Source: an optimization exercise on an open RTL-to-GDS flow (aim: small area, a short achievable clock period and few clock cycles per item). Production flows keep margins and buffers that such runs may drop.
The RTL was checked by simulation tests, not by an equivalence proof against the original design.

===== run.sh =====
#!/bin/bash
# synth_recipe.tcl (not shown) runs the flow's synth.tcl, then flattens the netlist and writes it again
# the make line also repeats each setting of config.mk as NAME=value (left out here)
make -C /OpenROAD-flow-scripts/flow DESIGN_CONFIG=/design/flow/config.mk WORK_HOME=/design/flow/orfs CLKGATE_MAP_FILE= SYNTH_SCRIPT=/design/flow/synth_recipe.tcl finish

===== config.mk =====
export PLATFORM = sky130hd
export DESIGN_NAME = filt_engine
export DESIGN_NICKNAME = filt_engine
export VERILOG_FILES = /design/flow/design.v
export SDC_FILE = /design/flow/constraint.sdc
export NUM_CORES = 4
export LEC_CHECK = 0
export CAP_MARGIN = 20
export CORE_MARGIN = 2
export CORE_UTILIZATION = 40
export SLEW_MARGIN = 20

===== constraint.sdc =====
create_clock -name core_clock -period 40.0 [get_ports {clk}]
set_input_delay 8.0000 -clock core_clock [delete_from_list [all_inputs] [get_ports {clk}]]
set_output_delay 8.0000 -clock core_clock [all_outputs]
set_load 0.01 [all_outputs]

===== design.v =====
module filt_fma (
    input  wire [31:0] a,
    input  wire [31:0] b,
    input  wire [31:0] c,
    output reg  [31:0] r
);
    wire        sa = a[31];
    wire        sb = b[31];
    wire        sc = c[31];
    wire [7:0]  ea = a[30:23];
    wire [7:0]  eb = b[30:23];
    wire [7:0]  ec = c[30:23];
    wire        az = (ea == 8'd0);
    wire        bz = (eb == 8'd0);
    wire        cz = (ec == 8'd0);
    wire        pz = az | bz;
    wire        sp = sa ^ sb;
    wire [23:0] ma = {1'b1, a[22:0]};
    wire [23:0] mb = {1'b1, b[22:0]};
    wire [23:0] mc = {1'b1, c[22:0]};
    wire [47:0]        prod = ma * mb;
    wire signed [11:0] pe   = $signed({4'd0, ea}) + $signed({4'd0, eb}) - 12'sd127;
    wire signed [11:0] ce   = $signed({4'd0, ec});
    wire [51:0] pfield = {1'b0, prod, 3'b000};
    wire [51:0] cfield = {2'b00, mc, 26'd0};
    reg  [51:0]        op_big, op_small;
    reg                sbig, ssmall;
    reg signed [11:0]  ebig;
    reg  [11:0]        diff;
    reg  [5:0]         sh;
    reg  [115:0]       wide;
    reg  [51:0]        al_small;
    reg                sticky;
    reg  [52:0]        sum;
    reg                neg;
    reg  [52:0]        mag;
    reg                sres;
    reg  [5:0]         lz;
    reg  [52:0]        norm;
    reg signed [11:0]  er;
    reg  [23:0]        mant;
    reg                rnd, stk, rup;
    reg  [24:0]        mant_r;
    reg signed [11:0]  ef;
    integer            i;
    always @* begin
        if (pz) begin
            op_big = cz ? 52'd0 : cfield;  sbig = sc;  ebig = ce;
            op_small = 52'd0;              ssmall = sp;
            diff = 12'd0;
        end else if (cz) begin
            op_big = pfield;  sbig = sp;  ebig = pe;
            op_small = 52'd0; ssmall = sc;
            diff = 12'd0;
        end else if (pe >= ce) begin
            op_big = pfield;  sbig = sp;  ebig = pe;
            op_small = cfield; ssmall = sc;
            diff = pe - ce;
        end else begin
            op_big = cfield;  sbig = sc;  ebig = ce;
            op_small = pfield; ssmall = sp;
            diff = ce - pe;
        end
        sh       = (diff > 12'd63) ? 6'd63 : diff[5:0];
        wide     = {op_small, 64'd0} >> sh;
        al_small = wide[115:64];
        sticky   = |wide[63:0];
        al_small[0] = al_small[0] | sticky;
        if (sbig ^ ssmall)
            sum = {1'b0, op_big} - {1'b0, al_small};
        else
            sum = {1'b0, op_big} + {1'b0, al_small};
        neg  = (sbig ^ ssmall) & sum[52];
        mag  = neg ? (~sum + 53'd1) : sum;
        sres = sbig ^ neg;
        lz = 6'd53;
        for (i = 0; i <= 52; i = i + 1)
            if (mag[i]) lz = 6'd52 - i[5:0];
        norm = mag << lz;
        er   = ebig + 12'sd3 - $signed({6'd0, lz});
        mant = norm[52:29];
        rnd  = norm[28];
        stk  = |norm[27:0];
        rup  = rnd & (stk | mant[0]);
        mant_r = {1'b0, mant} + {24'd0, rup};
        ef   = mant_r[24] ? (er + 12'sd1) : er;
        if (mag == 53'd0) begin
            r = {(pz & cz) ? (sp & sc) : 1'b0, 31'd0};
        end else if (er < 12'sd0) begin
            r = {sres, 31'd0};
        end else if (er == 12'sd0) begin
            if (mant == 24'hFFFFFF)
                r = {sres, 8'd1, 23'd0};
            else
                r = {sres, 31'd0};
        end else if (ef >= 12'sd255) begin
            r = {sres, 8'hFE, 23'h7FFFFF};
        end else begin
            r = {sres, ef[7:0], mant_r[24] ? 23'd0 : mant_r[22:0]};
        end
    end
endmodule
module filt_engine (
    input  wire        clk,
    input  wire        rst,
    input  wire        cfg_we,
    input  wire [4:0]  cfg_addr,
    input  wire [31:0] cfg_data,
    input  wire        in_valid,
    output wire        in_ready,
    input  wire [23:0] in_x,
    input  wire        in_missing,
    input  wire        in_last,
    output reg         out_valid,
    output reg  [31:0] out_y,
    output reg  [31:0] out_peak,
    output reg         out_gap
);
    localparam NB = 4;
    localparam [2:0] S_IDLE  = 3'd0,
                     S_SCALE = 3'd1,
                     S_BQ    = 3'd2,
                     S_FIN   = 3'd3;
    reg [31:0] coef [0:5*NB-1];    
    reg [31:0] scale_r;
    reg [31:0] offset_r;
    reg [2:0]  nbq_r;
    reg [10:0] dec_r;
    reg [31:0] s1 [0:NB-1];
    reg [31:0] s2 [0:NB-1];
    reg [23:0] x_prev;
    reg [10:0] dc;
    reg [31:0] out_r;
    reg [31:0] pk;
    reg        gap;
    reg [2:0]  state;
    reg [1:0]  j;
    reg [2:0]  op;
    reg        last_r;
    reg [31:0] xr;
    reg [31:0] yr;
    reg [31:0] tr;
    reg [31:0] t2r;
    integer k;
    assign in_ready = (state == S_IDLE);
    wire [23:0] x24  = in_missing ? x_prev : in_x;
    wire        xneg = x24[23];
    wire [23:0] xmag = xneg ? (~x24 + 24'd1) : x24;
    reg  [4:0]  xlz;
    reg  [23:0] xnorm;
    reg  [31:0] xf;
    integer     n;
    always @* begin
        xlz = 5'd24;
        for (n = 0; n <= 23; n = n + 1)
            if (xmag[n]) xlz = 5'd23 - n[4:0];
        xnorm = xmag << xlz;
        if (x24 == 24'd0)
            xf = 32'd0;
        else
            xf = {xneg, 8'd150 - {3'd0, xlz}, xnorm[22:0]};
    end
    wire [31:0] b0 = coef[5*j + 0];
    wire [31:0] b1 = coef[5*j + 1];
    wire [31:0] b2 = coef[5*j + 2];
    wire [31:0] a1 = coef[5*j + 3];
    wire [31:0] a2 = coef[5*j + 4];
    reg  [31:0] fa, fb, fc;
    wire [31:0] fr;
    always @* begin
        fa = xr;
        fb = scale_r;
        fc = offset_r;
        if (state == S_BQ) begin
            case (op)
                3'd0: begin fa = b0;                  fb = xr; fc = s1[j];        end  
                3'd1: begin fa = b1;                  fb = xr; fc = s2[j];        end  
                3'd2: begin fa = {~a1[31], a1[30:0]}; fb = yr; fc = tr;           end  
                3'd3: begin fa = b2;                  fb = xr; fc = 32'h8000_0000; end  
                default: begin fa = {~a2[31], a2[30:0]}; fb = yr; fc = t2r;       end  
            endcase
        end
    end
    filt_fma u_fma (.a(fa), .b(fb), .c(fc), .r(fr));
    wire [31:0] ax      = {1'b0, xr[30:0]};
    wire [31:0] pk_new  = (ax > pk) ? ax : pk;
    wire [10:0] dc_inc  = dc + 11'd1;
    wire        dec_hit = (dc_inc == dec_r);
    wire [31:0] out_new = dec_hit ? xr : out_r;
    always @(posedge clk) begin
        if (cfg_we) begin
            if (cfg_addr < 5'd20)       coef[cfg_addr] <= cfg_data;
            else if (cfg_addr == 5'd20) scale_r  <= cfg_data;
            else if (cfg_addr == 5'd21) offset_r <= cfg_data;
            else if (cfg_addr == 5'd22) nbq_r    <= cfg_data[2:0];
            else if (cfg_addr == 5'd23) dec_r    <= cfg_data[10:0];
        end
    end
    always @(posedge clk) begin
        if (rst) begin
            state     <= S_IDLE;
            x_prev    <= 24'd0;
            dc        <= 11'd0;
            out_r     <= 32'd0;
            pk        <= 32'd0;
            gap       <= 1'b0;
            out_valid <= 1'b0;
            for (k = 0; k < NB; k = k + 1) begin
                s1[k] <= 32'd0;
                s2[k] <= 32'd0;
            end
        end else begin
            out_valid <= 1'b0;
            case (state)
                S_IDLE: begin
                    if (in_valid) begin
                        x_prev <= x24;
                        gap    <= gap | in_missing;
                        last_r <= in_last;
                        xr     <= xf;
                        state  <= S_SCALE;
                    end
                end
                S_SCALE: begin
                    xr <= fr;
                    j  <= 2'd0;
                    op <= 3'd0;
                    state <= (nbq_r == 3'd0) ? S_FIN : S_BQ;
                end
                S_BQ: begin
                    case (op)
                        3'd0: yr    <= fr;
                        3'd1: tr    <= fr;
                        3'd2: s1[j] <= fr;
                        3'd3: t2r   <= fr;
                        default: begin
                            s2[j] <= fr;
                            xr    <= yr;
                        end
                    endcase
                    if (op == 3'd4) begin
                        op <= 3'd0;
                        if ({1'b0, j} == nbq_r - 3'd1)
                            state <= S_FIN;
                        else
                            j <= j + 2'd1;
                    end else begin
                        op <= op + 3'd1;
                    end
                end
                default: begin  
                    dc    <= dec_hit ? 11'd0 : dc_inc;
                    out_r <= out_new;
                    if (last_r) begin
                        out_valid <= 1'b1;
                        out_y     <= out_new;
                        out_peak  <= pk_new;
                        out_gap   <= gap;
                        pk        <= 32'd0;
                        gap       <= 1'b0;
                    end else begin
                        pk <= pk_new;
                    end
                    state <= S_IDLE;
                end
            endcase
        end
    end
endmodule

==> impl_metrics.csv <==
group,metric,value,unit
run_status,outcome,"no timing/DRC/antenna violations",
critical_path,worst_setup_path_start_kind,"register",
die,die-height,522,um
die,design.core.area,268000,sq um
global_route,grt_pass1_vias,88270,
yosys,synth_ff_type,"edfxtp_1",
drt,dr.pass1.iters,9,
critical_path,worst-setup-path-type,"reg -> reg",
drt,dr_wl_met2,195000,um
critical_path,endpoint_kind,"register",
drt,routedWlPerCell,31.0,um
worst_hold_path,holdPathStages,2,
critical_path,worst_ep_arrival_time,32.73,ns
drt,vias_per_cell,6.58,
cts,postCtsSetupRepairBufs,0,
critical_path,cp_max_fo,147,
cts,clockRootBuffer,"clkbuf_16",
global_route,overflow,0,
timing,rsz0062_at_grt,"false",
final_layout,nNetsFinal,10857,
global_route,grt_antenna_before_repair,28,
timing,slew_violations,0,
drt,drc,0,
yosys,synthArstFlopShare,0,%
critical_path,cp_slowest_stage_delay,0.97,ns
drt,drt-total-wl,423000,um
yosys,yosysTopAreaCell,"edfxtp_1",
timing,period_share,80.3,%
timing,max_freq,31.1,MHz
final_layout,area_delta_synth_final,9.57,%
timing,hold_slack,0.458,ns
global_route,grt_first_pass_wirelength,614000,um
cts,path_clk_slew,0.06,ns
yosys,synth_common_cells,"1173 x edfxtp_1, 1023 x nand2_1, 1012 x nor2_1",
drt,wl_met1,159000,um
timing,min_period,32.12,ns
yosys,ys_warn_count,2,
cts,postCtsHoldBufs,0,
critical_path,path_common_cell,"nor2_1",
final_layout,drive_above_1_share,15.3,%
drt,wl_met3,45800,um
timing,final.setup.tns,0,ns
yosys,ys_seq_area_share,34.7,%
place,io_buffers,133,
job,max-cap-violations,0,
die,dieArea,273000,sq um
cts,clk_latency,0.80,ns
timing,timing.slew.headroom,14.9,%
cts,ctsResizeCount,0,
timing,finalSetupViolCount,0,
yosys,synthTopCellsByArea,"edfxtp_1 33%, mux4_2 14%, fa_1 9.1%, ha_1 3.7%, nand2_1 3.6%",
yosys,ys_seq_elements,1278,
cts,numCtsBuffers,131,
die,initial_core_util,40.1,%
yosys,synth-edff-count,1173,
die,io_pins,134,
drt,first_iter_violations,11984,
yosys,yosysMostFrequentCell,"edfxtp_1",
timing,finalHoldViolations,0,
die,fp-row-count,190,
cts,numClockSinks,1278,
critical_path,rr_worst_depth,89,
place,post-dp-hpwl,305000,um
timing,tightest_slew,1.27,ns
yosys,synthesis.area,107000,sq um
global_route,grt_usage,30.5,%
drt,top_layer,"met5",
global_route,grt_max_degree,148,
critical_path,crit_slowest_cell,"nor4_4",
yosys,synth_top_area_share,32.8,%
yosys,syn_inst,10121,
yosys,yosysUniqueCellTypes,131,
cts,cts_tree,"done",
drt,ant_nets,0,
place,post_dp_cell_area,113000,sq um
yosys,synth_area_per_cell,10.6,sq um
cts,clock_path_buffers,3,
drt,vias,89935,
worst_hold_path,min_path_type,"reg -> reg",
place,place.gp.congestion,0.995,
die,die_x,522,um
critical_path,crit_required,40.61,ns
cts,cts-htree-levels,4,
yosys,synth.net_count,10990,
final_layout,fin_area,118000,sq um
timing,finClkSkew,0.0381,ns
[kinds of logic after synthesis]
family,count (synthesis),synth area share (%)
DFF,1278,34.7
and+or+nand+nor,3180,13.7
xor gates and xnor gates,295,2.44
buffers and inverters,1335,4.94
AOI/OAI and AO/OA,2168,13.8
muxes,1063,17.6
adders and majority gates,802,12.7
[metrics by stage]
step | cells | util, % | worst slack (ns)
after CTS | 13639 | 43.9 | 8.58
after global routing | 13648 | 44.0 | 6.37
after floorplan | 10121 | - | 13.33
final | 13659 | 44.0 | 7.88
after detailed placement | 13403 | 42.3 | 8.68
after global placement | 13400 | 42.3 | 9.12
[registers in the layout (all words and copies together), names as in the netlist, 2 cells and up, named ones only]
name	flops
j	2
out_r	32
tr	32
s1	128
coef	640
s2	128
yr	32
op	3
pk	32
xr	32
t2r	32
x_prev	24
dec_r	11
state	2
nbq_r	3
offset_r	32
scale_r	32
dc	11
out_y	32
out_peak	32
[cell usage in the layout, fill, tap and decap left out, drive strengths merged, types with 56 or more instances in the layout]
| cell | Yosys | layout |
|---|---|---|
| nor2 | 1029 | 1029 |
| o22ai | 79 | 79 |
| nand3 | 189 | 189 |
| a211oi | 100 | 100 |
| o21ai | 407 | 407 |
| edfxtp | 1173 | 1173 |
| dfxtp | 105 | 105 |
| nand2 | 1025 | 1025 |
| mux4 | 647 | 647 |
| clkbuf | 443 | 160 |
| clkdlybuf4s50 | 0 | 127 |
| inv | 643 | 651 |
| clkinv | 12 | 56 |
| fa | 486 | 486 |
| a21o | 90 | 90 |
| nand4 | 94 | 94 |
| buf | 237 | 287 |
| nand2b | 119 | 119 |
| and3 | 85 | 85 |
| a22oi | 81 | 81 |
| o31ai | 65 | 65 |
| a21oi | 490 | 490 |
| o211ai | 95 | 95 |
| xnor2 | 179 | 179 |
| mux2i | 277 | 277 |
| a31oi | 151 | 151 |
| nor2b | 70 | 70 |
| ha | 316 | 316 |
| nor3 | 170 | 170 |
| and2 | 129 | 129 |
| mux2 | 139 | 139 |
| nor4 | 73 | 73 |
| xor2 | 116 | 116 |
[worst max-delay path, delay by kind of cell (launching register included)]
family | cells | cell delay [ns]
AOI/OAI and AO/OA | 29 | 9.83
and+or+nand+nor | 29 | 7.07
buffers and inverters | 14 | 6.11
adders and majority gates | 12 | 6.04
muxes | 3 | 1.35
xor gates and xnor gates | 2 | 0.77
DFF | 1 | 0.37
[per-layer routing]
metal	GRT usage [%]	vias up
li1	-	37593
met1	39.3	45560
met2	48.6	5718
met3	6.58	1044
met4	14.7	20
met5	0	-
[path summary, 6_finish.rpt]
| path | start | to | slack, ns |
|---|---|---|---|
| setup / recovery | j[0] | tr[21] | 7.88 |
| hold / removal | x_prev[21] | x_prev[21] | 0.46 |
| setup reg to reg | j[0] | tr[21] | 7.88 |
| hold reg to reg | x_prev[21] | x_prev[21] | 0.46 |
[cell type report]
class,instances,area [sq um]
Multi-Input combinational cell,7508,65500
Inverter,655,2470
Sequential cell,1278,37300
Fill cell,25094,150000
Tap cell,3552,4440
Antenna cell,16,40.0
Clock buffer,160,3500
Timing Repair Buffer,414,3520
Clock inverter,76,946
Testbench counts, summed over its fixed seeds: cycles 47,112, items 2,048.

-- re-timing with driven ports --
Ports are ideal in the flow. The routed layout listed here was re-timed in OpenROAD.
Step 1 (the two cells are an assumption about what drives the block):
set clk [get_ports {clk}]
set_driving_cell -lib_cell sky130_fd_sc_hd__clkbuf_16 $clk
set_driving_cell -lib_cell sky130_fd_sc_hd__buf_2 [delete_from_list [all_inputs] $clk]
Step 2 times the ports against the registers' clock, not the clock port: input delays grow and output delays shrink by t, the midpoint of the rising clock arrivals with the driver on.
a / b / c = ideal ports / drivers / drivers and shift; a / b = the first two.
t, ns: 0.863
slack for setup (ns): 7.878 / 7.878 / 7.878
hold slack, ns: 0.458 / 0.458 / 0.458
worst data-port slew with drivers (ns): 0.39
After both steps setup and hold are still met in this run. For this run, drivers alone change the setup slack by 0.000 ns; drivers and shift together by 0.000 ns.
